From an optimization exercise on the open Yosys and OpenROAD flow, aimed at small area, a short achievable clock period and few clock cycles per item; shortcuts taken in it are not production practice.
Where RTL was checked, it was by simulation tests only, not by an equivalence proof against the original.
Function not checked in run 3: the RTL went through the layout flow alone.

`flow/design.v`:
```
module cmac_sbox (
    input  wire [7:0] a,
    output wire [7:0] y
);
    wire U0, U1, U2, U3, U4, U5, U6, U7;
    assign U0 = a[7];
    assign U1 = a[6];
    assign U2 = a[5];
    assign U3 = a[4];
    assign U4 = a[3];
    assign U5 = a[2];
    assign U6 = a[1];
    assign U7 = a[0];
    wire T1, T2, T3, T4, T5, T6, T7, T8, T9, T10, T11, T12, T13, T14, T15, T16, T17, T18, T19, T20, T21, T22, T23, T24, T25, T26, T27, M1, M2, M3, M4, M5, M6, M7, M8, M9, M10, M11, M12, M13, M14, M15, M16, M17, M18, M19, M20, M21, M22, M23, M24, M25, M26, M27, M28, M29, M30, M31, M32, M33, M34, M35, M36, M37, M38, M39, M40, M41, M42, M43, M44, M45, M46, M47, M48, M49, M50, M51, M52, M53, M54, M55, M56, M57, M58, M59, M60, M61, M62, M63, L0, L1, L2, L3, L4, L5, L6, L7, L8, L9, L10, L11, L12, L13, L14, L15, L16, L17, L18, L19, L20, L21, L22, L23, L24, L25, L26, L27, L28, L29, S0, S1, S2, S3, S4, S5, S6, S7;
    assign T1 = U0 ^ U3;
    assign T2 = U0 ^ U5;
    assign T3 = U0 ^ U6;
    assign T4 = U3 ^ U5;
    assign T5 = U4 ^ U6;
    assign T6 = T1 ^ T5;
    assign T7 = U1 ^ U2;
    assign T8 = U7 ^ T6;
    assign T9 = U7 ^ T7;
    assign T10 = T6 ^ T7;
    assign T11 = U1 ^ U5;
    assign T12 = U2 ^ U5;
    assign T13 = T3 ^ T4;
    assign T14 = T6 ^ T11;
    assign T15 = T5 ^ T11;
    assign T16 = T5 ^ T12;
    assign T17 = T9 ^ T16;
    assign T18 = U3 ^ U7;
    assign T19 = T7 ^ T18;
    assign T20 = T1 ^ T19;
    assign T21 = U6 ^ U7;
    assign T22 = T7 ^ T21;
    assign T23 = T2 ^ T22;
    assign T24 = T2 ^ T10;
    assign T25 = T20 ^ T17;
    assign T26 = T3 ^ T16;
    assign T27 = T1 ^ T12;
    assign M1 = T13 & T6;
    assign M2 = T23 & T8;
    assign M3 = T14 ^ M1;
    assign M4 = T19 & U7;
    assign M5 = M4 ^ M1;
    assign M6 = T3 & T16;
    assign M7 = T22 & T9;
    assign M8 = T26 ^ M6;
    assign M9 = T20 & T17;
    assign M10 = M9 ^ M6;
    assign M11 = T1 & T15;
    assign M12 = T4 & T27;
    assign M13 = M12 ^ M11;
    assign M14 = T2 & T10;
    assign M15 = M14 ^ M11;
    assign M16 = M3 ^ M2;
    assign M17 = M5 ^ T24;
    assign M18 = M8 ^ M7;
    assign M19 = M10 ^ M15;
    assign M20 = M16 ^ M13;
    assign M21 = M17 ^ M15;
    assign M22 = M18 ^ M13;
    assign M23 = M19 ^ T25;
    assign M24 = M22 ^ M23;
    assign M25 = M22 & M20;
    assign M26 = M21 ^ M25;
    assign M27 = M20 ^ M21;
    assign M28 = M23 ^ M25;
    assign M29 = M28 & M27;
    assign M30 = M26 & M24;
    assign M31 = M20 & M23;
    assign M32 = M27 & M31;
    assign M33 = M27 ^ M25;
    assign M34 = M21 & M22;
    assign M35 = M24 & M34;
    assign M36 = M24 ^ M25;
    assign M37 = M21 ^ M29;
    assign M38 = M32 ^ M33;
    assign M39 = M23 ^ M30;
    assign M40 = M35 ^ M36;
    assign M41 = M38 ^ M40;
    assign M42 = M37 ^ M39;
    assign M43 = M37 ^ M38;
    assign M44 = M39 ^ M40;
    assign M45 = M42 ^ M41;
    assign M46 = M44 & T6;
    assign M47 = M40 & T8;
    assign M48 = M39 & U7;
    assign M49 = M43 & T16;
    assign M50 = M38 & T9;
    assign M51 = M37 & T17;
    assign M52 = M42 & T15;
    assign M53 = M45 & T27;
    assign M54 = M41 & T10;
    assign M55 = M44 & T13;
    assign M56 = M40 & T23;
    assign M57 = M39 & T19;
    assign M58 = M43 & T3;
    assign M59 = M38 & T22;
    assign M60 = M37 & T20;
    assign M61 = M42 & T1;
    assign M62 = M45 & T4;
    assign M63 = M41 & T2;
    assign L0 = M61 ^ M62;
    assign L1 = M50 ^ M56;
    assign L2 = M46 ^ M48;
    assign L3 = M47 ^ M55;
    assign L4 = M54 ^ M58;
    assign L5 = M49 ^ M61;
    assign L6 = M62 ^ L5;
    assign L7 = M46 ^ L3;
    assign L8 = M51 ^ M59;
    assign L9 = M52 ^ M53;
    assign L10 = M53 ^ L4;
    assign L11 = M60 ^ L2;
    assign L12 = M48 ^ M51;
    assign L13 = M50 ^ L0;
    assign L14 = M52 ^ M61;
    assign L15 = M55 ^ L1;
    assign L16 = M56 ^ L0;
    assign L17 = M57 ^ L1;
    assign L18 = M58 ^ L8;
    assign L19 = M63 ^ L4;
    assign L20 = L0 ^ L1;
    assign L21 = L1 ^ L7;
    assign L22 = L3 ^ L12;
    assign L23 = L18 ^ L2;
    assign L24 = L15 ^ L9;
    assign L25 = L6 ^ L10;
    assign L26 = L7 ^ L9;
    assign L27 = L8 ^ L10;
    assign L28 = L11 ^ L14;
    assign L29 = L11 ^ L17;
    assign S0 = L6 ^ L24;
    assign S1 = ~(L16 ^ L26);
    assign S2 = ~(L19 ^ L28);
    assign S3 = L6 ^ L21;
    assign S4 = L20 ^ L22;
    assign S5 = L25 ^ L29;
    assign S6 = ~(L13 ^ L27);
    assign S7 = ~(L6 ^ L23);
    assign y = {S0, S1, S2, S3, S4, S5, S6, S7};
endmodule
module cmac_tag (
    input  wire         clk,
    input  wire         rst,           
    input  wire         in_valid,
    output wire         in_ready,
    input  wire         in_first,      
    input  wire         in_last,       
    input  wire [4:0]   in_nbytes,     
    input  wire [127:0] in_data,
    input  wire [127:0] key,
    output reg          tag_valid,
    output reg  [63:0]  tag
);
    localparam [2:0] S_IDLE = 3'd0,    
                     S_LCMP = 3'd1,    
                     S_LRDY = 3'd2,    
                     S_RUN  = 3'd3,    
                     S_WAIT = 3'd4;    
    reg [2:0]   state;
    reg [3:0]   rnd;                   
    reg         rlast;                 
    reg         mid;                   
    reg [127:0] s;                     
    reg [127:0] rk;                    
    reg [127:0] kq;                    
    reg [127:0] l;                     
    reg         lv;                    
    reg         kn;                    
    reg         blk_last;              
    reg         offer_q;               
    reg         hit_q;                 
    wire st_idle = (state == S_IDLE);
    wire st_lcmp = (state == S_LCMP);
    wire st_lrdy = (state == S_LRDY);
    wire st_run  = (state == S_RUN);
    wire st_wait = (state == S_WAIT);
    assign in_ready = (st_idle && offer_q && hit_q) ||
                      (st_lcmp && rlast && !blk_last) ||
                      st_lrdy || st_wait ||
                      (st_run && rlast && (!blk_last || (offer_q && hit_q)));
    wire take   = in_valid && in_ready;
    wire kq_load = (st_idle || (st_run && blk_last)) && offer_q && !hit_q && !kn;
    wire lstart  = (st_idle || (st_run && rlast && blk_last)) && offer_q && kn && in_valid;
    wire [127:0] sb;                   
    genvar g;
    generate
        for (g = 0; g < 16; g = g + 1) begin : g_sub
            cmac_sbox u_sbox (.a(s[8*g +: 8]), .y(sb[8*g +: 8]));
        end
    endgenerate
    wire [127:0] sr;                   
    generate
        for (g = 0; g < 16; g = g + 1) begin : g_shift
            localparam integer R   = g % 4;
            localparam integer COL = g / 4;
            localparam integer SRC = R + 4 * ((COL + R) % 4);
            assign sr[127 - 8*g -: 8] = sb[127 - 8*SRC -: 8];
        end
    endgenerate
    wire [127:0] mc;
    generate
        for (g = 0; g < 4; g = g + 1) begin : g_mix
            wire [7:0] a0 = sr[127 - 32*g      -: 8];
            wire [7:0] a1 = sr[127 - 32*g - 8  -: 8];
            wire [7:0] a2 = sr[127 - 32*g - 16 -: 8];
            wire [7:0] a3 = sr[127 - 32*g - 24 -: 8];
            wire [7:0] e0 = a0 ^ a1;
            wire [7:0] e1 = a1 ^ a2;
            wire [7:0] e2 = a2 ^ a3;
            wire [7:0] e3 = a3 ^ a0;
            wire [7:0] x0 = {e0[6:0], 1'b0} ^ (e0[7] ? 8'h1b : 8'h00);
            wire [7:0] x1 = {e1[6:0], 1'b0} ^ (e1[7] ? 8'h1b : 8'h00);
            wire [7:0] x2 = {e2[6:0], 1'b0} ^ (e2[7] ? 8'h1b : 8'h00);
            wire [7:0] x3 = {e3[6:0], 1'b0} ^ (e3[7] ? 8'h1b : 8'h00);
            assign mc[127 - 32*g      -: 8] = rlast ? a0 : (e1 ^ a3) ^ x0;
            assign mc[127 - 32*g - 8  -: 8] = rlast ? a1 : (e2 ^ a0) ^ x1;
            assign mc[127 - 32*g - 16 -: 8] = rlast ? a2 : (e3 ^ a1) ^ x2;
            assign mc[127 - 32*g - 24 -: 8] = rlast ? a3 : (e0 ^ a2) ^ x3;
        end
    endgenerate
    wire [127:0] src = mid ? rk : kq;
    wire r1 = (rnd == 4'd1), r2 = (rnd == 4'd2), r3 = (rnd == 4'd3),
         r4 = (rnd == 4'd4), r5 = (rnd == 4'd5), r6 = (rnd == 4'd6),
         r7 = (rnd == 4'd7), r8 = (rnd == 4'd8), r9 = (rnd == 4'd9);
    wire [7:0] rcon = {mid & r7,
                       mid & r6,
                       mid & (r5 | r9),
                       mid & (r4 | r8 | r9),
                       mid & (r3 | r8),
                       mid & (r2 | r9),
                       mid & (r1 | r8 | r9),
                       !mid | r8};
    wire [31:0] w3  = src[31:0];
    wire [31:0] rot = {w3[23:0], w3[31:24]};
    wire [31:0] subw;
    generate
        for (g = 0; g < 4; g = g + 1) begin : g_ksub
            cmac_sbox u_ksbox (.a(rot[8*g +: 8]), .y(subw[8*g +: 8]));
        end
    endgenerate
    wire [31:0]  p0   = src[127:96] ^ {rcon, 24'd0};
    wire [31:0]  p1   = src[95:64]  ^ p0;
    wire [31:0]  p2   = src[63:32]  ^ p1;
    wire [31:0]  p3   = src[31:0]   ^ p2;
    wire [127:0] rk_next   = {p0, p1, p2, p3} ^ {4{subw}};
    wire [127:0] round_out = mc ^ rk;
    wire [127:0] k1 = {l[126:0], 1'b0} ^ (l[127] ? 128'h87 : 128'h0);
    wire [127:0] k2 = {k1[126:0], 1'b0} ^ (k1[127] ? 128'h87 : 128'h0);
    wire        full = in_nbytes[4];
    reg  [15:0] dec;                   
    reg  [15:0] lt;                    
    integer j;
    always @(*) begin
        for (j = 0; j < 16; j = j + 1) begin
            dec[j] = (in_nbytes[3:0] == j);
            lt[j]  = (in_nbytes[3:0] >  j);
        end
    end
    wire [15:0] keep = lt | {16{full}};    
    reg [127:0] padded;
    integer i;
    always @(*) begin
        for (i = 0; i < 16; i = i + 1)
            padded[127 - 8*i -: 8] = (!in_last || keep[i]) ? in_data[127 - 8*i -: 8] :
                                     {dec[i] && !full, 7'd0};
    end
    wire [127:0] m_blk   = padded ^ (!in_last ? 128'd0 : full ? k1 : k2);
    wire sel_r  = (st_lcmp || st_run) && !(rlast && (st_lcmp || blk_last));
    wire y_key  = take || lstart || !(sel_r || st_wait);
    wire [127:0] y = (take ? m_blk : 128'd0) ^ (y_key ? kq : 128'd0);
    wire busy = st_lcmp || st_run;
    always @(posedge clk) begin
        s <= ({128{sel_r}} & round_out) ^ (({128{st_wait}} & s) ^ y);
        tag <= round_out[127:64];
        rk <= rk_next;
        if (kq_load)
            kq <= key;
        if (st_lcmp && rlast)
            l <= round_out;
    end
    always @(posedge clk) begin
        if (rst) begin
            state     <= S_IDLE;
            tag_valid <= 1'b0;
            lv        <= 1'b0;
            kn        <= 1'b0;
            offer_q   <= 1'b0;
            hit_q     <= 1'b0;
            rnd       <= 4'd1;
            rlast     <= 1'b0;
            mid       <= 1'b0;
            blk_last  <= 1'b0;
        end else begin
            tag_valid <= 1'b0;
            offer_q   <= in_valid && !take;
            hit_q     <= lv && (key == kq) && !kq_load;
            if (kq_load) begin
                kn <= 1'b1;
                lv <= 1'b0;
            end
            if (take || lstart) begin
                rnd   <= 4'd1;
                rlast <= 1'b0;
                mid   <= 1'b1;
            end else begin
                rnd   <= rnd + 4'd1;
                rlast <= (rnd == 4'd9);
                mid   <= mid && (rnd != 4'd9);
            end
            if (take || lstart)
                blk_last <= in_last;
            case (state)
                S_IDLE: begin
                    if (take)
                        state <= S_RUN;
                    else if (lstart)
                        state <= S_LCMP;
                end
                S_LCMP: begin
                    if (rlast) begin
                        lv    <= 1'b1;
                        kn    <= 1'b0;
                        state <= take ? S_RUN : S_LRDY;
                    end
                end
                S_LRDY: begin
                    if (take)
                        state <= S_RUN;
                end
                S_RUN: begin
                    if (rlast) begin
                        if (blk_last) begin
                            tag_valid <= 1'b1;
                            if (lstart)
                                state <= S_LCMP;
                            else if (!take) begin
                                state <= S_IDLE;
                            end
                        end else if (!take) begin
                            state <= S_WAIT;
                        end
                    end
                end
                S_WAIT: begin
                    if (take)
                        state <= S_RUN;
                end
                default: state <= S_IDLE;
            endcase
        end
    end
endmodule
```
`flow/flow/run.sh`:
```
#!/bin/bash
# Layout flow: the standard flow (standard.sh), with synthesis run by
# flow/synth_custom.tcl, which maps logic with an area-recovering ABC script,
# and the port buffers made of buf_1 cells.
set -euo pipefail
cd "$(dirname "$0")/.."
W=$PWD
bash standard.sh SYNTH_SCRIPT=$W/flow/synth_custom.tcl \
  "BUFFER_PORTS_ARGS=-buffer_cell sky130_fd_sc_hd__buf_1" \
  finish > $W/flow_orfs.log 2>&1
```
`flow/flow/synth_custom.tcl`:
```
# The standard flow's synthesis (synth_recipe.tcl) with one change: ABC maps with an
# area-recovering script instead of ORFS's abc_speed.script.
set ::custom_abc_script [file join [file dirname [file normalize [info script]]] abc_custom.script]
proc synth {args} { yosys synth -nofsm -noshare {*}$args }
proc abc {args} {
  set i [lsearch -exact $args -script]
  if { $i >= 0 } {
    set args [lreplace $args [expr {$i + 1}] [expr {$i + 1}] $::custom_abc_script]
  }
  yosys abc {*}$args
}
source $::env(SCRIPTS_DIR)/synth.tcl
# left out here: clear keep_hierarchy, flatten, clean up, hide names made inside functions, write 1_2_yosys.v
```
`flow/standard.sh`:
```
#!/bin/bash
# synth_recipe.tcl (not shown) runs the flow's synth.tcl, then flattens the netlist and writes it again
# the make line also repeats each setting of config.mk as NAME=value (left out here)
make -C /OpenROAD-flow-scripts/flow DESIGN_CONFIG=/design/flow/config.mk WORK_HOME=/design/flow/orfs CLKGATE_MAP_FILE= SYNTH_SCRIPT=/design/flow/synth_recipe.tcl "${@:-finish}"
```
`flow/constraint.sdc`:
```
create_clock -name core_clock -period 10.0 [get_ports {clk}]
set_input_delay 2.0000 -clock core_clock [delete_from_list [all_inputs] [get_ports {clk}]]
set_output_delay 2.0000 -clock core_clock [all_outputs]
set_load 0.01 [all_outputs]
```
`flow/flow/abc_custom.script`:
```
strash
&get -n
&st
&dch
&nf -R 20 -p
&put
topo
stime -c
buffer -c
upsize -c
dnsize -c
```
`flow/config.mk`:
```
export PLATFORM = sky130hd
export DESIGN_NAME = cmac_tag
export DESIGN_NICKNAME = cmac_tag
export VERILOG_FILES = /design/flow/design.v
export SDC_FILE = /design/flow/constraint.sdc
export NUM_CORES = 8
export LEC_CHECK = 0
export CAP_MARGIN = 20
export CORE_MARGIN = 2
export CORE_UTILIZATION = 50
export CTS_CLUSTER_DIAMETER = 70
export CTS_CLUSTER_SIZE = 24
export GPL_ROUTABILITY_DRIVEN = 0
export PLACE_DENSITY = 0.6
export SETUP_SLACK_MARGIN = 3.5
export SLEW_MARGIN = 20
```
==> flow_metrics.py, run 1 <==
metrics = {
    "floorplanning": {
        "dieHeight_um": 334.4,
        "die_area_um2": 111800,
        "start_util_pct": 50.27,
        "coreArea_um2": 108600,
        "ios": 332,
        "rows": 121,
        "die_w_um": 334.4,
    },
    "timing": {
        "final.min_clock_period_ps": 6275,
        "tns_ps": 0,
        "setup_slack_ps": 3725,
        "hold_viol_final": 0,
        "rsz0062_at_grt": "yes",
        "clock_skew_ps": 68.81,
        "setup_violations": 0,
        "fin_crit_sh_pct": 62.75,
        "worstMarginPinSlew_ps": 1160,
        "fmax_mhz": 159.4,
        "relSlewSlack_pct": 22.68,
        "slew_violations": 0,
    },
    "outcome": {
        "status": "timing/DRC/antenna clean",
    },
    "yosys": {
        "synth_common_cells": "xnor2_1, nand2_1, xor2_1, nor2_1, dfxtp_1",
        "async_flop_share_pct": 0,
        "synth_flop_cell": "dfxtp_1",
        "synthCells": 5980,
        "yosysWarnings": 1,
        "synth-seq-cells": 591,
        "synth_top_area_cell": "xnor2_1",
        "synth.most_common_cell": "xnor2_1",
        "synth_top_area_share_pct": 31.62,
        "synth_fp_nets": 6290,
        "synth_edf_count": 256,
        "syn_area_um2": 54570,
        "synth_area_leaders": "xnor2_1, edfxtp_1, dfxtp_1",
        "synth.yosys.seq_area_share_pct": 26.38,
        "synth_cell_types": 86,
        "synth_area_per_cell_um2": 9.125,
    },
    "final_layout": {
        "final_cells": 7697,
        "regArea_um2": 14420,
        "num-nets-final": 6540,
        "multiInputGateArea_um2": 40040,
        "drive_gt1_share_pct": 8.592,
        "syn_to_final_growth_pct": 10.97,
        "fill_cells": 9889,
    },
    "routing": {
        "ant_nets": 0,
        "num_vias": 42570,
        "viasPerCell": 5.531,
        "drcViolationCount": 0,
        "routedWlPerCell_um": 24.90,
        "wirelength_um": 191700,
        "drt_pre_antenna_iters": 6,
        "drtIter0Drc": 4346,
    },
    "placed_design": {
        "place_ws_ps": 2896,
        "hpwl_um": 156500,
        "port_buffers": 330,
        "dp.cells": 7560,
    },
    "critical_path": {
        "crit_type": "reg -> reg",
        "endpoint_kind": "register",
        "worstPathMaxFanout": 5,
        "required_ps": 10610,
        "arrival_ps": 6880,
        "worstSetupStartpointType": "register",
    },
    "global_routing": {
        "grt_use_total_pct": 33.37,
        "grt_max_degree": 198,
        "grt_pass1_vias": 40280,
        "antenna_found_initial": 18,
        "grt_pass1_wl_um": 273100,
        "overflow": 0,
    },
    "clocking": {
        "root_buffer": "clkbuf_16",
        "hold_buffers": 0,
        "htreeDepth": 2,
        "cts.sinks": 591,
        "clock_latency_ps": 720,
        "numCtsBuffers": 51,
        "cts_tree": "yes",
        "clk_path_buf_depth": 3,
        "clk_pin_slew_ps": 90,
    },
    "flow_run": {
        "cap_viol_max_count": 0,
    },
    "hold_path": {
        "hold_class": "reg -> reg",
    },
}
[cells in the final DEF, fill, tap and decap left out, types with 100 or more instances in the layout]
| master | n |
|---|---|
| nand2_1 | 815 |
| dfxtp_1 | 318 |
| xor2_1 | 551 |
| o21ai_0 | 100 |
| inv_1 | 131 |
| mux2i_1 | 113 |
| edfxtp_1 | 256 |
| a22oi_1 | 132 |
| xnor2_1 | 1886 |
| a21oi_1 | 105 |
| nor2_1 | 371 |
| buf_1 | 330 |
| xnor2_2 | 176 |
[metal layers]
metal | up-vias | GRT usage [%] | wire length [µm]
met4 | 16 | 16.78 | 10670
li1 | 19850 | - | -
met5 | - | 0 | 101
met3 | 316 | 5.885 | 17940
met2 | 1884 | 50.49 | 83650
met1 | 20510 | 45.65 | 79310
[worst max-delay path: stages (launching register included)]
cell	delay, ps
dfxtp_1	650
xnor2_1	250
xnor2_2	340
xnor2_1	180
ha_1	260
xor2_1	150
xnor2_1	140
xnor2_1	340
a21oi_1	150
xnor2_1	370
xor2_1	350
xnor2_1	190
nand2_1	120
xnor2_2	430
xor2_4	210
xnor2_1	460
xor2_1	300
xnor2_1	120
xnor2_1	140
o21ai_0	510
xnor2_1	280
nand2_1	110
xnor2_1	160
[state kept, by name (all words and copies together) (netlist names), 3 cells and up]
name	cells
kq	128
l	128
rk	128
rnd	4
s	128
state	3
tag	64
[kinds of logic (layout without fill, tap and decap cells)]
| logic type | Yosys count | in the layout | synth area share, % |
|---|---|---|---|
| XOR/XNOR | 2761 | 2761 | 48.47 |
| other | 0 | 10 | 0 |
| buffers and inverters | 331 | 624 | 2.424 |
| adder cells (fa/ha/maj) | 44 | 44 | 1.009 |
| AND/OR/NAND/NOR | 1489 | 1489 | 11.68 |
| AO/OA/AOI/OAI | 628 | 628 | 7.468 |
| flip-flops | 591 | 591 | 26.38 |
| multiplexers | 136 | 136 | 2.570 |
[path summary, 6_finish.rpt]
check                         start                 to  slack (ps)  cells after the start
hold / removal    rnd[0]$_SDFF_PP1_  rnd[0]$_SDFF_PP1_         460                      1
setup reg to reg      s[10]$_DFF_P_      s[92]$_DFF_P_        3730                     22
setup / recovery      s[10]$_DFF_P_      s[92]$_DFF_P_        3730                     22
hold reg to reg   rnd[0]$_SDFF_PP1_  rnd[0]$_SDFF_PP1_         460                      1
[cell type report]
cell class                 instances  area share [%]
multi-input combinational       5058           66.12
sequential                       591           23.81
timing repair buffer             395           2.994
tap                             1414           2.922
clock buffer                      55           2.219
clock inverter                    41           1.062
inverter                         133          0.8327
antenna                           10         0.04132
[metrics by stage]
stage	cell area [µm²]	utilization, %	hold slack, ps
floorplan	54570	-	415.5
global placement	57100	52.60	437.7
detailed placement	57100	52.60	439.3
CTS	59250	54.58	460.7
global route	60540	55.77	491.2
finish	60560	55.79	460.0
[repair_timing]
action / CTS / global route
endpoints found under the setup margin: 89 / 245
pin swaps: 0 / 13
setup buffers: 2 / 29
gates resized for setup: 22 / 146
endpoints found under the hold margin: 0 / 0
Testbench counts, summed over its fixed seeds: cycles 16,804, messages 480.
==> run 2: changes to the inputs <==
--- a/flow/config.mk
+++ b/flow/config.mk
@@ -9,8 +9,6 @@
 export CORE_MARGIN = 2
 export CORE_UTILIZATION = 50
-export CTS_CLUSTER_DIAMETER = 70
-export CTS_CLUSTER_SIZE = 24
 export GPL_ROUTABILITY_DRIVEN = 0
 export PLACE_DENSITY = 0.6
-export SETUP_SLACK_MARGIN = 3.5
+export SETUP_SLACK_MARGIN = 3.7
 export SLEW_MARGIN = 20
==> run 2 against run 1 <==
Net effect:
- still clean
- global-route usage grew 0.18 points
- clock skew is 36 ps lower
- non-clock buffer count increased by 13
- die area unchanged
- sequential share of layout area shrank 0.50 points
- cell area grew 2.2%
- via count grew 0.90%
- critical path type unchanged
==> flow_metrics.py, run 2 <==
metrics = {
    "outcome": {
        "status": "timing/DRC/antenna clean",
    },
    "timing": {
        "hold_viol_final": 0,
        "whs_ps": 464.6,
        "slew_violations": 0,
        "relSlewSlack_pct": 23.09,
        "clock_skew_ps": 33.26,
        "final.min_clock_period_ps": 6121,
        "tns_ps": 0,
        "fin_crit_sh_pct": 61.21,
        "rsz0062_at_grt": "yes",
        "setup_violations": 0,
        "fmax_mhz": 163.4,
        "worstMarginPinSlew_ps": 1154,
    },
    "global_routing": {
        "overflow": 0,
        "grt_use_total_pct": 33.55,
        "grt_pass1_vias": 40590,
        "antenna_found_initial": 17,
        "grt_pass1_wl_um": 274200,
        "grt_max_degree": 198,
    },
    "clocking": {
        "clock_latency_ps": 660,
        "cts.sinks": 591,
        "numCtsBuffers": 73,
        "htreeDepth": 3,
        "clk_pin_slew_ps": 60,
        "cts_tree": "yes",
        "clk_path_buf_depth": 3,
        "root_buffer": "clkbuf_16",
        "hold_buffers": 0,
    },
    "yosys": {
        "synth_area_leaders": "xnor2_1, edfxtp_1, dfxtp_1",
        "synth.most_common_cell": "xnor2_1",
        "synth_fp_nets": 6290,
        "syn_area_um2": 54570,
        "synth_cell_types": 86,
        "synth_flop_cell": "dfxtp_1",
        "synth-seq-cells": 591,
        "synth_top_area_share_pct": 31.62,
        "synth_common_cells": "xnor2_1, nand2_1, xor2_1, nor2_1, dfxtp_1",
        "yosysWarnings": 1,
        "synth_edf_count": 256,
        "async_flop_share_pct": 0,
        "synth.yosys.seq_area_share_pct": 26.38,
        "synth_top_area_cell": "xnor2_1",
        "synthCells": 5980,
        "synth_area_per_cell_um2": 9.125,
    },
    "final_layout": {
        "fill_cells": 9741,
        "syn_to_final_growth_pct": 13.46,
        "layout_common_cells": "xnor2_1, nand2_1, xor2_1",
        "drive_gt1_share_pct": 10.62,
        "num-nets-final": 6575,
        "mostFrequentLayoutCell": "xnor2_1",
        "regArea_um2": 14440,
        "multiInputGateArea_um2": 40790,
    },
    "critical_path": {
        "arrival_ps": 6690,
        "worstSetupStartpointType": "register",
        "endpoint_kind": "register",
        "rrSetupSlack_ps": 3880,
        "required_ps": 10560,
        "worstPathMaxFanout": 11,
        "crit_type": "reg -> reg",
    },
    "flow_run": {
        "cap_viol_max_count": 0,
    },
    "floorplanning": {
        "die_w_um": 334.4,
        "die_area_um2": 111800,
        "ios": 332,
        "coreArea_um2": 108600,
        "start_util_pct": 50.27,
        "rows": 121,
        "dieHeight_um": 334.4,
    },
    "routing": {
        "viasPerCell": 5.544,
        "drt_pre_antenna_iters": 6,
        "wirelength_um": 193600,
        "drcViolationCount": 0,
        "ant_nets": 0,
        "routedWlPerCell_um": 24.98,
        "num_vias": 42960,
        "drtIter0Drc": 4383,
    },
    "hold_path": {
        "hold_class": "reg -> reg",
    },
    "placed_design": {
        "hpwl_um": 156500,
        "port_buffers": 330,
    },
}
-- run 2: cell counts after synthesis --
Identical to the previous run, type by type.
-- run 2: path summary, 6_finish.rpt --
| kind | from | endpoint | depth (start not counted) |
|---|---|---|---|
| worst max-delay path | mid$_SDFF_PP0_ | rk[16]$_DFF_P_ | 21 |
| worst min register to register | rnd[0]$_SDFF_PP1_ | rnd[0]$_SDFF_PP1_ | 1 |
| worst min-delay path | rnd[0]$_SDFF_PP1_ | rnd[0]$_SDFF_PP1_ | 1 |
| worst max register to register | mid$_SDFF_PP0_ | rk[16]$_DFF_P_ | 21 |
-- run 2: cells by family (layout without fill, tap and decap cells) --
family,after synthesis,count (layout),synth area share (%)
XOR/XNOR,2761,2761,48.47
adder cells (fa/ha/maj),44,44,1.009
multiplexers,136,136,2.570
flip-flops,591,591,26.38
buffers and inverters,331,676,2.424
AND/OR/NAND/NOR,1489,1489,11.68
other,0,9,0
AO/OA/AOI/OAI,628,628,7.468
-- run 2: critical path, stage by stage (launching register included) --
cell	delay [ps]
dfxtp_4	410
buf_12	180
buf_4	130
mux2i_1	540
xnor2_2	250
xor2_2	350
xnor2_1	180
ha_1	330
xor2_1	170
xnor2_1	250
xnor2_2	170
a21oi_1	200
xor2_1	390
xnor2_1	240
xnor2_1	190
nor2_2	70
xor2_2	410
xnor2_1	190
xnor2_1	510
xnor2_1	260
xnor2_2	440
xnor2_1	170
-- run 2: final cells by class --
type,count,area share [%]
clock buffer,97,3.363
sequential,591,23.32
multi-input combinational,5058,65.88
tap,1414,2.858
clock inverter,38,0.5820
inverter,133,0.8144
antenna,9,0.03638
timing repair buffer,408,3.155
-- run 2: repair_timing --
action,CTS,global route
cloned,0,0
resized for setup,63,215
pin swaps,5,27
buffers inserted,6,38
setup endpoints to repair,199,312
-- run 2: metrics by stage --
step	setup slack (ps)	utilization [%]	area (µm²)	instances
detailed placement	2896	52.60	57100	7560
CTS	3592	55.32	60050	7701
finish	3879	57.04	61910	7748
global placement	2874	52.60	57100	7560
floorplan	4658	-	54570	5980
global route	3534	57.02	61900	7741
-- run 2: per-layer routing --
layer / part of all wire [%] / routed length (µm) / global-route usage, % / vias to the layer above
li1: - / - / - / 19940
met1: 41 / 79270 / 45.34 / 20790
met2: 44 / 84450 / 50.85 / 1860
met3: 9.8 / 19040 / 6.918 / 349
met4: 5.5 / 10700 / 16.51 / 18
met5: 0.062 / 120 / 0 / -
==> run 3: changes to the inputs <==
--- a/flow/design.v
+++ b/flow/design.v
@@ -154,5 +154,5 @@
     input  wire [127:0] key,
     output reg          tag_valid,
-    output reg  [63:0]  tag
+    output wire [63:0]  tag
 );
     localparam [2:0] S_IDLE = 3'd0,    
@@ -174,4 +174,5 @@
     reg         offer_q;               
     reg         hit_q;                 
+    assign tag = s[127:64];
     wire st_idle = (state == S_IDLE);
     wire st_lcmp = (state == S_LCMP);
@@ -182,8 +183,8 @@
                       (st_lcmp && rlast && !blk_last) ||
                       st_lrdy || st_wait ||
-                      (st_run && rlast && (!blk_last || (offer_q && hit_q)));
+                      (st_run && rlast && !blk_last);
     wire take   = in_valid && in_ready;
     wire kq_load = (st_idle || (st_run && blk_last)) && offer_q && !hit_q && !kn;
-    wire lstart  = (st_idle || (st_run && rlast && blk_last)) && offer_q && kn && in_valid;
+    wire lstart  = st_idle && offer_q && kn && in_valid;
     wire [127:0] sb;                   
     genvar g;
@@ -270,11 +271,11 @@
     end
     wire [127:0] m_blk   = padded ^ (!in_last ? 128'd0 : full ? k1 : k2);
-    wire sel_r  = (st_lcmp || st_run) && !(rlast && (st_lcmp || blk_last));
+    wire sel_r  = st_run || (st_lcmp && !rlast);
     wire y_key  = take || lstart || !(sel_r || st_wait);
     wire [127:0] y = (take ? m_blk : 128'd0) ^ (y_key ? kq : 128'd0);
     wire busy = st_lcmp || st_run;
     always @(posedge clk) begin
-        s <= ({128{sel_r}} & round_out) ^ (({128{st_wait}} & s) ^ y);
-        tag <= round_out[127:64];
+        s <= ({128{sel_r}} & mc) ^
+             (({128{sel_r}} & rk) ^ ({128{st_wait}} & s) ^ y);
         rk <= rk_next;
         if (kq_load)
@@ -336,9 +337,5 @@
                         if (blk_last) begin
                             tag_valid <= 1'b1;
-                            if (lstart)
-                                state <= S_LCMP;
-                            else if (!take) begin
-                                state <= S_IDLE;
-                            end
+                            state     <= S_IDLE;
                         end else if (!take) begin
                             state <= S_WAIT;
--- a/flow/config.mk
+++ b/flow/config.mk
@@ -9,6 +9,5 @@
 export CORE_MARGIN = 2
 export CORE_UTILIZATION = 50
-export GPL_ROUTABILITY_DRIVEN = 0
 export PLACE_DENSITY = 0.6
-export SETUP_SLACK_MARGIN = 3.7
+export SETUP_SLACK_MARGIN = 3.5
 export SLEW_MARGIN = 20
==> run 3 against run 2 <==
Net effect:
- critical path type unchanged
- count of clock-buffer cells in the layout fell by 1
- core utilization fell by 1.1 points
- first-iteration DRC count rose by 1.8%
- highest routed layer unchanged
- critical endpoint is now rk[29]$_DFF_P_
- sequential share of layout area is 1.3 points lower
==> flow_metrics.py, run 3 <==
metrics = {
    "global_routing": {
        "grt_pass1_wl_um": 282600,
        "overflow": 0,
        "grt_pass1_vias": 40800,
        "grt_max_degree": 133,
        "antenna_found_initial": 13,
        "grt_use_total_pct": 35.19,
    },
    "placed_design": {
        "port_buffers": 330,
        "gp_congestion": 0.9943,
        "hpwl_um": 160100,
        "dp.cells": 7440,
    },
    "yosys": {
        "synth-simple-area-share_pct": 11.10,
        "synthAdderAreaFrac_pct": 1.027,
        "synth_top_area_cell": "xnor2_1",
        "synth_area_per_cell_um2": 9.117,
        "synthMuxAreaShare_pct": 2.813,
        "synth_compound_area_share_pct": 9.048,
        "synth_common_cells": "xnor2_1, xor2_1, nand2_1, nor2_1, dfxtp_1",
        "synth.most_common_cell": "xnor2_1",
        "synthCells": 5879,
        "synth_top_area_share_pct": 30.89,
        "synth-seq-cells": 527,
        "yosysWarnings": 1,
        "synth_cell_types": 86,
        "synth.yosys.seq_area_share_pct": 24.47,
        "async_flop_share_pct": 0,
        "synth_fp_nets": 6189,
        "synth_flop_cell": "dfxtp_1",
        "synth_top_family_by_area": "XOR/XNOR gates",
        "synth_edf_count": 256,
        "syn_area_um2": 53600,
        "synth_area_leaders": "xnor2_1, edfxtp_1, xor2_1",
        "synth_xor_area_share_pct": 49.24,
    },
    "floorplanning": {
        "ios": 332,
        "coreArea_um2": 106800,
        "start_util_pct": 50.21,
        "die_w_um": 331.4,
        "rows": 120,
        "die_area_um2": 109800,
        "dieHeight_um": 331.4,
    },
    "final_layout": {
        "mostFrequentLayoutCell": "xnor2_1",
        "layout_common_cells": "xnor2_1, xor2_1, nand2_1",
        "regArea_um2": 13130,
        "fill_cells": 9842,
        "num-nets-final": 6438,
        "drive_gt1_share_pct": 8.507,
        "multiInputGateArea_um2": 40440,
        "final_cells": 7589,
        "fin_util_pct": 55.93,
        "syn_to_final_growth_pct": 11.40,
    },
    "timing": {
        "final.min_clock_period_ps": 6347,
        "clock_skew_ps": 44.96,
        "hold_viol_final": 0,
        "worstMarginPinSlew_ps": 1338,
        "slew_violations": 0,
        "fin_crit_sh_pct": 63.47,
        "tns_ps": 0,
        "relSlewSlack_pct": 10.17,
        "rsz0062_at_grt": "yes",
        "setup_violations": 0,
        "whs_ps": 455.8,
        "fmax_mhz": 157.6,
    },
    "clocking": {
        "clk_path_buf_depth": 3,
        "hold_buffers": 0,
        "htreeDepth": 3,
        "cts_tree": "yes",
        "numCtsBuffers": 69,
        "cts.sinks": 527,
        "clk_pin_slew_ps": 60,
        "clock_latency_ps": 660,
        "root_buffer": "clkbuf_16",
    },
    "routing": {
        "drtIter0Drc": 4462,
        "num_vias": 42520,
        "drt_pre_antenna_iters": 6,
        "wirelength_um": 198700,
        "drcViolationCount": 0,
        "routedWlPerCell_um": 26.19,
        "viasPerCell": 5.603,
        "ant_nets": 0,
    },
    "outcome": {
        "status": "timing/DRC/antenna clean",
    },
    "critical_path": {
        "worstPathMaxFanout": 15,
        "crit_type": "reg -> reg",
        "startpoint": "mid$_SDFF_PP0_",
        "required_ps": 10510,
        "arrival_ps": 6860,
        "endpoint_kind": "register",
        "worstSetupStartpointType": "register",
        "r2r-start": "mid$_SDFF_PP0_",
    },
    "hold_path": {
        "hold_class": "reg -> reg",
        "hold_path.startpoint": "rnd[0]$_SDFF_PP1_",
    },
    "flow_run": {
        "cap_viol_max_count": 0,
    },
}
[run 3: cell count changes after synthesis, sizes merged, moves of 64 or more]
cell   before   now
a22oi     134   265
dfxtp     335   271
nand2     816   594
nor2      383   498
o21ai     197   131
xnor2    2101  1996
xor2      615   713
[run 3: area by class of cell]
class / instances / share of cell area [%]
multi-input combinational: 5045 / 67.73
sequential: 527 / 21.99
clock buffer: 96 / 3.267
tap: 1403 / 2.940
timing repair buffer: 385 / 2.883
inverter: 100 / 0.6370
clock inverter: 30 / 0.5365
antenna: 3 / 0.01257
[run 3: repair_timing]
item	4_1_cts	5_1_grt
gates resized for setup	31	141
hold endpoints to repair	0	0
gates cloned	0	0
setup endpoints to repair	99	272
pin swaps	0	8
buffers inserted	1	19
[run 3: cell families (layout without fill, tap and decap cells)]
family,Yosys count,in the layout
buffers and inverters,307,611
xor gates and xnor gates,2774,2774
muxes,137,137
AOI/OAI and AO/OA,717,717
and+or+nand+nor,1373,1373
DFF,527,527
other,0,3
adders and majority gates,44,44
[run 3: through the flow]
| stage | setup slack [ps] | area, µm² |
|---|---|---|
| floorplan | 4561 | 53600 |
| global placement | 2845 | 56110 |
| detailed placement | 2815 | 56110 |
| CTS | 3500 | 58590 |
| global route | 3453 | 59700 |
| finish | 3653 | 59710 |
[run 3: final timing paths]
kind              depth (start not counted)  slack (ps)                 to
hold / removal                            1         460  rnd[0]$_SDFF_PP1_
hold reg to reg                           1         460  rnd[0]$_SDFF_PP1_
setup reg to reg                         19        3650     rk[29]$_DFF_P_
setup / recovery                         19        3650     rk[29]$_DFF_P_
[run 3: metal layers]
| metal | up-vias | wire (µm) | track usage, % |
|---|---|---|---|
| met5 | - | 81 | 0 |
| met4 | 14 | 10030 | 14.54 |
| li1 | 19790 | - | - |
| met3 | 340 | 17250 | 6.437 |
| met1 | 20600 | 83650 | 47.64 |
| met2 | 1781 | 87710 | 55.21 |
[run 3: critical path: stages, from the launching register on]
cell and delay [ps]:
dfxtp_4 540, buf_4 190, mux2i_4 440, xnor2_4 220, xor2_2 320, xnor2_1 170, ha_1 230, xnor2_1 340
xnor2_1 180, xnor2_2 350, and2_1 200, o21ai_0 110, nor2b_1 300, xnor2_1 170, xnor2_1 310, xnor2_1 130
xnor2_1 280, xnor2_1 1110, xnor2_1 390, xnor2_1 210
==> run 4: changes to the inputs <==
--- a/flow/design.v
+++ b/flow/design.v
@@ -154,5 +154,5 @@
     input  wire [127:0] key,
     output reg          tag_valid,
-    output wire [63:0]  tag
+    output reg  [63:0]  tag
 );
     localparam [2:0] S_IDLE = 3'd0,    
@@ -174,5 +174,4 @@
     reg         offer_q;               
     reg         hit_q;                 
-    assign tag = s[127:64];
     wire st_idle = (state == S_IDLE);
     wire st_lcmp = (state == S_LCMP);
@@ -183,8 +182,8 @@
                       (st_lcmp && rlast && !blk_last) ||
                       st_lrdy || st_wait ||
-                      (st_run && rlast && !blk_last);
+                      (st_run && rlast && (!blk_last || (offer_q && hit_q)));
     wire take   = in_valid && in_ready;
     wire kq_load = (st_idle || (st_run && blk_last)) && offer_q && !hit_q && !kn;
-    wire lstart  = st_idle && offer_q && kn && in_valid;
+    wire lstart  = (st_idle || (st_run && rlast && blk_last)) && offer_q && kn && in_valid;
     wire [127:0] sb;                   
     genvar g;
@@ -203,5 +202,5 @@
         end
     endgenerate
-    wire [127:0] mc;
+    wire [127:0] mk, lk;
     generate
         for (g = 0; g < 4; g = g + 1) begin : g_mix
@@ -210,4 +209,8 @@
             wire [7:0] a2 = sr[127 - 32*g - 16 -: 8];
             wire [7:0] a3 = sr[127 - 32*g - 24 -: 8];
+            wire [7:0] k0 = rk[127 - 32*g      -: 8];
+            wire [7:0] k1 = rk[127 - 32*g - 8  -: 8];
+            wire [7:0] k2 = rk[127 - 32*g - 16 -: 8];
+            wire [7:0] k3 = rk[127 - 32*g - 24 -: 8];
             wire [7:0] e0 = a0 ^ a1;
             wire [7:0] e1 = a1 ^ a2;
@@ -218,8 +221,9 @@
             wire [7:0] x2 = {e2[6:0], 1'b0} ^ (e2[7] ? 8'h1b : 8'h00);
             wire [7:0] x3 = {e3[6:0], 1'b0} ^ (e3[7] ? 8'h1b : 8'h00);
-            assign mc[127 - 32*g      -: 8] = rlast ? a0 : (e1 ^ a3) ^ x0;
-            assign mc[127 - 32*g - 8  -: 8] = rlast ? a1 : (e2 ^ a0) ^ x1;
-            assign mc[127 - 32*g - 16 -: 8] = rlast ? a2 : (e3 ^ a1) ^ x2;
-            assign mc[127 - 32*g - 24 -: 8] = rlast ? a3 : (e0 ^ a2) ^ x3;
+            assign mk[127 - 32*g      -: 8] = (e1 ^ (a3 ^ k0)) ^ x0;
+            assign mk[127 - 32*g - 8  -: 8] = (e2 ^ (a0 ^ k1)) ^ x1;
+            assign mk[127 - 32*g - 16 -: 8] = (e3 ^ (a1 ^ k2)) ^ x2;
+            assign mk[127 - 32*g - 24 -: 8] = (e0 ^ (a2 ^ k3)) ^ x3;
+            assign lk[127 - 32*g -: 32] = {a0 ^ k0, a1 ^ k1, a2 ^ k2, a3 ^ k3};
         end
     endgenerate
@@ -249,5 +253,4 @@
     wire [31:0]  p3   = src[31:0]   ^ p2;
     wire [127:0] rk_next   = {p0, p1, p2, p3} ^ {4{subw}};
-    wire [127:0] round_out = mc ^ rk;
     wire [127:0] k1 = {l[126:0], 1'b0} ^ (l[127] ? 128'h87 : 128'h0);
     wire [127:0] k2 = {k1[126:0], 1'b0} ^ (k1[127] ? 128'h87 : 128'h0);
@@ -271,16 +274,19 @@
     end
     wire [127:0] m_blk   = padded ^ (!in_last ? 128'd0 : full ? k1 : k2);
-    wire sel_r  = st_run || (st_lcmp && !rlast);
+    wire sel_r  = (st_lcmp || st_run) && !(rlast && (st_lcmp || blk_last));
+    wire sel_m  = sel_r && !rlast;     
+    wire sel_l  = sel_r && rlast;      
     wire y_key  = take || lstart || !(sel_r || st_wait);
     wire [127:0] y = (take ? m_blk : 128'd0) ^ (y_key ? kq : 128'd0);
     wire busy = st_lcmp || st_run;
     always @(posedge clk) begin
-        s <= ({128{sel_r}} & mc) ^
-             (({128{sel_r}} & rk) ^ ({128{st_wait}} & s) ^ y);
+        s <= (({128{sel_m}} & mk) | ({128{sel_l}} & lk)) ^
+             (({128{st_wait}} & s) ^ y);
+        tag <= lk[127:64];
         rk <= rk_next;
         if (kq_load)
             kq <= key;
         if (st_lcmp && rlast)
-            l <= round_out;
+            l <= lk;
     end
     always @(posedge clk) begin
@@ -337,5 +343,9 @@
                         if (blk_last) begin
                             tag_valid <= 1'b1;
-                            state     <= S_IDLE;
+                            if (lstart)
+                                state <= S_LCMP;
+                            else if (!take) begin
+                                state <= S_IDLE;
+                            end
                         end else if (!take) begin
                             state <= S_WAIT;
--- a/flow/config.mk
+++ b/flow/config.mk
@@ -9,5 +9,8 @@
 export CORE_MARGIN = 2
 export CORE_UTILIZATION = 50
+export CTS_CLUSTER_DIAMETER = 70
+export CTS_CLUSTER_SIZE = 24
+export GPL_ROUTABILITY_DRIVEN = 0
 export PLACE_DENSITY = 0.6
-export SETUP_SLACK_MARGIN = 3.5
+export SETUP_SLACK_MARGIN = 4
 export SLEW_MARGIN = 20
==> run 4 against run 3 <==
Net effect:
- setup slack better by 410 ps
- maximum frequency is 6.9% higher
- non-clock buffer count is 39 higher
- flip-flop and latch count is 64 higher
- wire length is 1.3% higher
- cell area is 2.6% higher
- count of clock-buffer cells in the layout is 41 lower
- cell count is 0.57% higher
- highest routed layer unchanged
- global-route usage is 0.18 points lower
==> flow_metrics.py, run 4 <==
metrics = {
    "outcome": {
        "status": "timing/DRC/antenna clean",
    },
    "placed_design": {
        "hpwl_um": 162900,
        "place_ws_ps": 3173,
        "port_buffers": 330,
    },
    "timing": {
        "setup_violations": 0,
        "tns_ps": 0,
        "clock_skew_ps": 49.93,
        "rsz0062_at_grt": "yes",
        "setup_slack_ps": 4065,
        "whs_ps": 480.0,
        "slew_violations": 0,
        "fin_crit_sh_pct": 59.35,
        "worstMarginPinSlew_ps": 1246,
        "relSlewSlack_pct": 16.05,
        "hold_viol_final": 0,
        "final.min_clock_period_ps": 5935,
        "fmax_mhz": 168.5,
    },
    "clocking": {
        "hold_buffers": 0,
        "clk_pin_slew_ps": 90,
        "root_buffer": "clkbuf_16",
        "cts.sinks": 591,
        "cts_tree": "yes",
        "numCtsBuffers": 53,
        "htreeDepth": 2,
        "clock_latency_ps": 700,
        "clk_path_buf_depth": 3,
    },
    "critical_path": {
        "arrival_ps": 6530,
        "worstPathMaxFanout": 14,
        "worstSetupStartpointType": "register",
        "max_stage_delay_ps": 600,
        "crit_type": "reg -> reg",
        "cp_common_cell": "xnor2_1",
        "endpoint_kind": "register",
        "cp_slowest_cell": "mux2i_2",
        "required_ps": 10590,
        "cp_cell_sequence": "buf_12 -> mux2i_2 -> xnor2_2 -> xor2_2 -> xnor2_1 -> ha_1 -> xor2_1 -> xnor2_1 -> xnor2_2 -> nor2_1 -> a21oi_1 -> xor2_1 -> xnor2_1 -> and2b_4 -> xnor2_4 -> xnor2_1 -> xnor2_1 -> xnor2_2 -> xnor2_1 -> xnor2_1",
    },
    "global_routing": {
        "grt_use_total_pct": 35.01,
        "grt_pass1_vias": 41030,
        "antenna_found_initial": 9,
        "overflow": 0,
        "grt_pass1_wl_um": 283500,
        "grt_max_degree": 130,
    },
    "yosys": {
        "synth.most_common_cell": "xnor2_1",
        "synth_flop_cell": "dfxtp_1",
        "syn_area_um2": 54170,
        "synth_cell_types": 74,
        "synthCells": 5888,
        "synth_top_area_cell": "xnor2_1",
        "synth_common_cells": "xnor2_1, xor2_1, nand2_1, nor2_1, dfxtp_1",
        "synth-seq-cells": 591,
        "synth_area_per_cell_um2": 9.200,
        "synth_fp_nets": 6198,
        "async_flop_share_pct": 0,
        "yosysWarnings": 1,
        "synth_top_area_share_pct": 34.26,
        "synth_edf_count": 256,
        "synth_area_leaders": "xnor2_1, edfxtp_1, dfxtp_1",
        "synth.yosys.seq_area_share_pct": 26.57,
    },
    "routing": {
        "num_vias": 43300,
        "drt_pre_antenna_iters": 5,
        "viasPerCell": 5.673,
        "routedWlPerCell_um": 26.38,
        "wirelength_um": 201400,
        "ant_nets": 0,
        "drtIter0Drc": 4683,
        "drcViolationCount": 0,
    },
    "final_layout": {
        "num-nets-final": 6489,
        "fin_util_pct": 57.17,
        "drive_gt1_share_pct": 9.111,
        "layout_common_cells": "xnor2_1, xor2_1, nand2_1",
        "mostFrequentLayoutCell": "xnor2_1",
        "fill_cells": 9760,
        "syn_to_final_growth_pct": 13.15,
    },
    "floorplanning": {
        "rows": 120,
        "ios": 332,
        "dieHeight_um": 333.1,
        "start_util_pct": 50.53,
        "coreArea_um2": 107200,
        "die_w_um": 333.1,
        "die_area_um2": 111000,
    },
    "hold_path": {
        "hold_class": "reg -> reg",
    },
    "flow_run": {
        "cap_viol_max_count": 0,
    },
}
run 4: changes by cell type in the layout (fill, tap and decap cells not counted), sizes merged, moves of 14 or more:
cell / before / now
xnor2: 1996 / 2210
nor2: 498 / 404
dfxtp: 271 / 335
a211oi: 52 / 7
a21oi: 139 / 94
clkbuf: 96 / 56
buf: 385 / 423
o21ai: 131 / 93
inv: 104 / 135
xnor3: 56 / 31
nand2: 594 / 613
xor2: 713 / 697
nor2b: 84 / 70
run 4: final timing paths:
path	slack (ps)	start	cells after the start	endpoint
min reg2reg	480	rnd[0]$_SDFF_PP1_	1	rnd[0]$_SDFF_PP1_
max reg2reg	4060	mid$_SDFF_PP0_	20	rk[14]$_DFF_P_
max	4060	mid$_SDFF_PP0_	20	rk[14]$_DFF_P_
min	480	rnd[0]$_SDFF_PP1_	1	rnd[0]$_SDFF_PP1_
run 4: what timing repair did:
item | 4_1_cts | 5_1_grt
hold endpoints to repair | 0 | 0
resized for setup | 73 | 195
setup endpoints to repair | 156 | 202
pin swaps | 3 | 15
setup buffers | 7 | 43
run 4: layer usage:
| metal | track usage, % | vias up | routed length [µm] |
|---|---|---|---|
| li1 | - | 19730 | - |
| met5 | 0 | - | 223 |
| met3 | 7.128 | 412 | 20650 |
| met4 | 17.40 | 10 | 11460 |
| met2 | 53.06 | 2126 | 87090 |
| met1 | 47.32 | 21010 | 81940 |
run 4: area by class of cell:
class	instances	area [µm²]	area share (%)
Inverter	111	421.7	0.6880
Timing Repair Buffer	424	2003	3.268
Clock inverter	44	661.9	1.080
Clock buffer	55	1355	2.211
Tap cell	1403	1755	2.864
Antenna cell	6	15.01	0.02450
Sequential cell	591	14400	23.50
Multi-Input combinational cell	4998	40680	66.37
run 4: through the flow:
step	cells	area, µm²
after global placement	7475	56780
after detailed placement	7476	56780
after CTS	7582	59390
after global routing	7627	61280
after floorplan	5888	54170
final	7632	61290
run 4: logic make-up after synthesis:
kind of cell	Yosys count	share of synthesized area, %
buffers and inverters	299	2.211
XOR/XNOR	2938	49.87
flip-flops	591	26.57
AO/OA/AOI/OAI	605	7.692
AND/OR/NAND/NOR	1285	10.16
multiplexers	126	2.478
adder cells (fa/ha/maj)	44	1.016
run 4: critical path: cells and delay by family, from the launching register on:
family	cells	cell delay [ps]
and+or+nand+nor	2	350
AOI/OAI and AO/OA	1	310
muxes	1	600
buffers and inverters	1	260
adders and majority gates	1	320
xor gates and xnor gates	14	3390
DFF	1	560
Testbench counts of run 4, summed over its fixed seeds: cycles 16,804, messages 480.
==> run 5: changes to the inputs <==
--- a/flow/config.mk
+++ b/flow/config.mk
@@ -13,4 +13,4 @@
 export GPL_ROUTABILITY_DRIVEN = 0
 export PLACE_DENSITY = 0.6
-export SETUP_SLACK_MARGIN = 4
+export SETUP_SLACK_MARGIN = 3.5
 export SLEW_MARGIN = 20
==> run 5 against run 4 <==
Net effect:
- still clean on timing, DRC and antenna
- cell count shrank 0.59%
- sequential share of layout area up 0.76 points
- via count down 0.51%
- wire length down 0.80%
- core utilization is 1.8 points lower
- area after synthesis unchanged
- critical path depth increased by 1
==> flow_metrics.py, run 5 <==
metrics = {
    "floorplanning": {
        "dieHeight_um": 333.1,
        "coreArea_um2": 107200,
        "die_area_um2": 111000,
        "start_util_pct": 50.53,
        "rows": 120,
        "die_w_um": 333.1,
        "ios": 332,
    },
    "yosys": {
        "synth_top_area_share_pct": 34.26,
        "synth.yosys.seq_area_share_pct": 26.57,
        "synthCells": 5888,
        "synth_cell_types": 74,
        "synth_area_leaders": "xnor2_1, edfxtp_1, dfxtp_1",
        "synth.most_common_cell": "xnor2_1",
        "synth-seq-cells": 591,
        "synth_common_cells": "xnor2_1, xor2_1, nand2_1, nor2_1, dfxtp_1",
        "synth_area_per_cell_um2": 9.200,
        "synth_flop_cell": "dfxtp_1",
        "synth_fp_nets": 6198,
        "yosysWarnings": 1,
        "synth_top_area_cell": "xnor2_1",
        "synth_edf_count": 256,
        "syn_area_um2": 54170,
        "async_flop_share_pct": 0,
    },
    "timing": {
        "fin_crit_sh_pct": 63.83,
        "setup_violations": 0,
        "tns_ps": 0,
        "worstMarginPinSlew_ps": 1215,
        "fmax_mhz": 156.7,
        "relSlewSlack_pct": 18.12,
        "hold_viol_final": 0,
        "final.min_clock_period_ps": 6383,
        "rsz0062_at_grt": "yes",
        "slew_violations": 0,
        "clock_skew_ps": 53.30,
    },
    "routing": {
        "routedWlPerCell_um": 26.33,
        "num_vias": 43070,
        "ant_nets": 0,
        "drt_pre_antenna_iters": 7,
        "drcViolationCount": 0,
        "viasPerCell": 5.677,
        "drtIter0Drc": 4805,
        "wirelength_um": 199700,
    },
    "clocking": {
        "clk_path_buf_depth": 3,
        "root_buffer": "clkbuf_16",
        "clock_latency_ps": 710,
        "cts_tree": "yes",
        "numCtsBuffers": 53,
        "htreeDepth": 2,
        "hold_buffers": 0,
        "cts.sinks": 591,
        "clk_pin_slew_ps": 90,
    },
    "placed_design": {
        "dp.cells": 7476,
        "port_buffers": 330,
        "hpwl_um": 162900,
    },
    "critical_path": {
        "required_ps": 10630,
        "endpoint_kind": "register",
        "worstSetupStartpointType": "register",
        "arrival_ps": 7020,
        "startpoint": "mid$_SDFF_PP0_",
        "r2r-start": "mid$_SDFF_PP0_",
        "worstPathMaxFanout": 25,
        "crit_type": "reg -> reg",
    },
    "final_layout": {
        "syn_to_final_growth_pct": 9.574,
        "num-nets-final": 6441,
        "drive_gt1_share_pct": 5.879,
        "final_cells": 7587,
        "layout_common_cells": "xnor2_1, xor2_1, nand2_1",
        "mostFrequentLayoutCell": "xnor2_1",
    },
    "global_routing": {
        "overflow": 0,
        "antenna_found_initial": 7,
        "grt_pass1_vias": 40870,
        "grt_pass1_wl_um": 282900,
        "grt_max_degree": 130,
        "grt_use_total_pct": 34.92,
    },
    "hold_path": {
        "hold_class": "reg -> reg",
        "hold_path.startpoint": "rnd[0]$_SDFF_PP1_",
    },
    "outcome": {
        "status": "timing/DRC/antenna clean",
    },
    "flow_run": {
        "cap_viol_max_count": 0,
    },
}
[run 5: stage by stage]
| step | utilization (%) | setup slack, ps | hold slack, ps | area (µm²) |
|---|---|---|---|---|
| after floorplan | - | 4772 | 415.5 | 54170 |
| after global placement | 52.96 | 3283 | 434.6 | 56780 |
| after detailed placement | 52.97 | 3173 | 447.2 | 56780 |
| after CTS | 54.88 | 3490 | 468.2 | 58830 |
| after global routing | 55.35 | 3366 | 489.0 | 59330 |
| final | 55.37 | 3617 | 467.3 | 59350 |
[run 5: repair_timing]
action                                  4_1_cts  5_1_grt
pin swaps                                     0        1
buffers inserted                              1        1
endpoints found under the hold margin         0        0
endpoints found under the setup margin       36      116
resized for setup                             2       63
[run 5: critical path, cell delays in order (launching register included)]
cell and delay, ps:
dfxtp_4 620, buf_12 260, buf_12 270, mux2i_2 520
xnor2_2 270, xor2_1 280, xnor2_1 160, ha_1 240
xnor2_1 350, xnor2_1 180, xnor2_2 340, o21ai_0 180
xor2_1 280, xnor2_1 170, nand2_1 120, xor2_2 200
xor2_1 260, xnor2_1 110, xnor2_1 590, xnor2_2 330
xnor2_2 420, xnor2_1 160
[run 5: cells by family after synthesis]
| family | synth area share [%] |
|---|---|
| DFF | 26.57 |
| adders and majority gates | 1.016 |
| muxes | 2.478 |
| and+or+nand+nor | 10.16 |
| buffers and inverters | 2.211 |
| xor gates and xnor gates | 49.87 |
| AOI/OAI and AO/OA | 7.692 |
[run 5: layer usage]
metal	up-vias	global-route usage, %	wire length, µm
met2	2203	52.98	85190
li1	19640	-	-
met1	20810	47.69	82400
met4	6	17.03	11880
met5	-	0	37
met3	410	6.425	20240
[run 5: worst paths after layout]
check / cells past startpoint / to / slack (ps)
max: 21 / rk[25]$_DFF_P_ / 3620
min: 1 / rnd[0]$_SDFF_PP1_ / 470
max reg2reg: 21 / rk[25]$_DFF_P_ / 3620
min reg2reg: 1 / rnd[0]$_SDFF_PP1_ / 470
[run 5: layout make-up]
| type | instances | area (µm²) |
|---|---|---|
| Multi-Input combinational cell | 4998 | 39120 |
| Sequential cell | 591 | 14400 |
| Tap cell | 1403 | 1755 |
| Antenna cell | 9 | 22.52 |
| Clock buffer | 55 | 1355 |
| Fill cell | 10000 | 47850 |
| Clock inverter | 44 | 661.9 |
| Inverter | 111 | 421.7 |
| Timing Repair Buffer | 376 | 1623 |
==> run 6: changes to the inputs <==
--- a/flow/config.mk
+++ b/flow/config.mk
@@ -13,4 +13,4 @@
 export GPL_ROUTABILITY_DRIVEN = 0
 export PLACE_DENSITY = 0.6
-export SETUP_SLACK_MARGIN = 3.5
+export SETUP_SLACK_MARGIN = 4.6
 export SLEW_MARGIN = 20
==> run 6 against run 5 <==
Net effect:
- still clean on timing, DRC and antenna
- cell area increased by 15%
- count of clock-buffer cells in the layout unchanged
- first-iteration DRC count increased by 4.7%
- maximum frequency increased by 15%
- area after synthesis unchanged
- critical path type unchanged
- highest routed layer unchanged
==> flow_metrics.py, run 6 <==
metrics = {
    "yosys": {
        "synth.yosys.seq_area_share_pct": 26.57,
        "synth_common_cells": "xnor2_1, xor2_1, nand2_1, nor2_1, dfxtp_1",
        "synth_area_per_cell_um2": 9.200,
        "synthCells": 5888,
        "synth_top_area_cell": "xnor2_1",
        "synth_fp_nets": 6198,
        "synth_edf_count": 256,
        "synth_top_area_share_pct": 34.26,
        "synth_flop_cell": "dfxtp_1",
        "syn_area_um2": 54170,
        "async_flop_share_pct": 0,
        "synth.most_common_cell": "xnor2_1",
        "yosysWarnings": 1,
        "synth_area_leaders": "xnor2_1, edfxtp_1, dfxtp_1",
        "synth-seq-cells": 591,
        "synth_cell_types": 74,
    },
    "final_layout": {
        "syn_to_final_growth_pct": 25.69,
        "fill_cells": 8854,
        "mostFrequentLayoutCell": "xnor2_1",
        "fin_util_pct": 63.51,
        "layout_common_cells": "xnor2_1, nand2_1, xor2_1",
        "num-nets-final": 6782,
        "drive_gt1_share_pct": 19.78,
        "design_area_um2": 68090,
    },
    "critical_path": {
        "arrival_ps": 6160,
        "crit_type": "reg -> reg",
        "reg2reg_depth": 26,
        "r2r-start": "mid$_SDFF_PP0_",
        "worstPathMaxFanout": 6,
        "worstSetupStartpointType": "register",
        "required_ps": 10590,
        "rrSetupSlack_ps": 4440,
        "endpoint": "rk[2]$_DFF_P_",
        "worstReg2RegEnd": "rk[2]$_DFF_P_",
        "endpoint_kind": "register",
        "startpoint": "mid$_SDFF_PP0_",
    },
    "routing": {
        "drt_pre_antenna_iters": 6,
        "wirelength_um": 211500,
        "drtIter0Drc": 5030,
        "drcViolationCount": 0,
        "ant_nets": 0,
        "routedWlPerCell_um": 26.68,
        "num_vias": 45340,
        "viasPerCell": 5.720,
    },
    "global_routing": {
        "grt_use_total_pct": 35.76,
        "antenna_found_initial": 8,
        "grt_pass1_vias": 42090,
        "grt_max_degree": 130,
        "grt_pass1_wl_um": 289700,
        "overflow": 0,
    },
    "timing": {
        "fmax_mhz": 179.7,
        "whs_ps": 468.9,
        "fin_crit_sh_pct": 55.65,
        "worstMarginPinSlew_ps": 1260,
        "setup_violations": 0,
        "tns_ps": 0,
        "slew_violations": 0,
        "rsz0062_at_grt": "yes",
        "final.min_clock_period_ps": 5565,
        "clock_skew_ps": 45.62,
        "hold_viol_final": 0,
        "relSlewSlack_pct": 15.99,
    },
    "clocking": {
        "clk_pin_slew_ps": 100,
        "cts.sinks": 591,
        "hold_buffers": 0,
        "clk_path_buf_depth": 3,
        "clock_latency_ps": 700,
        "numCtsBuffers": 53,
        "cts_tree": "yes",
        "htreeDepth": 2,
        "root_buffer": "clkbuf_16",
    },
    "floorplanning": {
        "die_area_um2": 111000,
        "coreArea_um2": 107200,
        "ios": 332,
        "start_util_pct": 50.53,
        "dieHeight_um": 333.1,
        "die_w_um": 333.1,
        "rows": 120,
    },
    "flow_run": {
        "cap_viol_max_count": 0,
    },
    "placed_design": {
        "port_buffers": 330,
        "hpwl_um": 162900,
        "placed_area_um2": 56780,
    },
    "outcome": {
        "status": "timing/DRC/antenna clean",
    },
    "hold_path": {
        "hold_class": "reg -> reg",
    },
}
[run 6: cell counts after synthesis]
Identical to the previous run, type by type.
[run 6: routing by layer]
layer	GRT usage (%)	routed length, µm
met4	18.67	13770
met5	0	51
met1	47.37	82330
met2	54.16	92350
met3	8.373	22990
[run 6: stage by stage]
| stage | setup WS (ps) | cells |
|---|---|---|
| after global routing | 4290 | 7920 |
| after detailed placement | 3173 | 7476 |
| after floorplan | 4772 | 5888 |
| final | 4435 | 7926 |
| after global placement | 3283 | 7475 |
| after CTS | 4500 | 7667 |
[run 6: kinds of logic after synthesis]
group	after synthesis	share of synthesized area [%]
adders and majority gates	44	1.016
buffers and inverters	299	2.211
AOI/OAI and AO/OA	605	7.692
and+or+nand+nor	1285	10.16
muxes	126	2.478
DFF	591	26.57
xor gates and xnor gates	2938	49.87
[run 6: worst min-delay path by stage]
stage                      start           endpoint  depth (start not counted)
2_1_floorplan  rnd[0]$_SDFF_PP1_  rnd[0]$_SDFF_PP1_                          1
3_3_place_gp   rnd[0]$_SDFF_PP1_  rnd[0]$_SDFF_PP1_                          1
3_5_place_dp   rnd[0]$_SDFF_PP1_  rnd[0]$_SDFF_PP1_                          1
4_1_cts        rnd[0]$_SDFF_PP1_  rnd[0]$_SDFF_PP1_                          1
5_1_grt        rnd[0]$_SDFF_PP1_  rnd[0]$_SDFF_PP1_                          1
6_report       rnd[0]$_SDFF_PP1_  rnd[0]$_SDFF_PP1_                          1
[run 6: critical path, cell delays in order (launching register included)]
cell      delay, ps
dfxtp_4         360
buf_12          150
buf_12          150
buf_4           160
mux2i_4         210
buf_12          160
xnor2_4         280
xor2_2          280
xnor2_2         170
ha_1            290
xnor2_2         160
xnor2_2         160
xnor2_2         260
buf_4           200
nor2_4           50
a22oi_2         200
buf_6           150
xor2_4          190
xnor2_2         150
nand2b_1        160
xor2_4          220
xnor2_4         310
xor2_2          140
xnor2_2         360
xnor2_2         130
xnor2_2         280
xnor2_1         120
[run 6: cell type report]
type	count	area, µm²	share of cell area (%)
Antenna cell	7	17.52	0.02573
Multi-Input combinational cell	4998	44750	65.73
Tap cell	1403	1755	2.578
Clock buffer	55	1355	1.990
Timing Repair Buffer	717	4612	6.774
Clock inverter	44	661.9	0.9721
Inverter	111	421.7	0.6193
Sequential cell	591	14510	21.31
[run 6: what timing repair did]
item                                    4_1_cts  5_1_grt
cloned                                        0        1
pin swaps                                    57      193
endpoints found under the hold margin         0        0
gates resized for setup                     397      484
setup buffers                                92      251
endpoints found under the setup margin      293      207

## what the ideal ports hide
The results above use ideal ports. As a check the final layouts listed here were re-extracted and re-timed, cells and wires unchanged. Step 1 sets driving cells, clkbuf_16 on the clock port and buf_2 on the other inputs (assumed; they add their load-dependent delay and slew). Step 2, shift: input delay + t, output delay - t, t = (earliest + latest rising clock arrival at the registers) / 2. This alone moves slack from input paths to output paths. a / b / c = ideal / step 1 / step 2; a / b = the first two.
run	t (ns)	setup WS [ns]	clock arrival spread, ns
run 1	0.758	3.725 / 3.725 / 3.725	0.072 / 0.071
run 2	0.712	3.879 / 3.879 / 3.879	0.037 / 0.036
run 3	0.716	3.653 / 3.653 / 3.653	0.046 / 0.045
run 4	0.751	4.065 / 4.065 / 4.065	0.050 / 0.050
run 5	0.756	3.617 / 3.617 / 3.617	0.054 / 0.054
run 6	0.754	4.435 / 4.435 / 3.976	0.046 / 0.047
After both steps setup and hold are still met in every run listed. The setup slack of run 6, which loses most, moves by 0.000 ns with the drivers and by -0.459 ns with both steps.
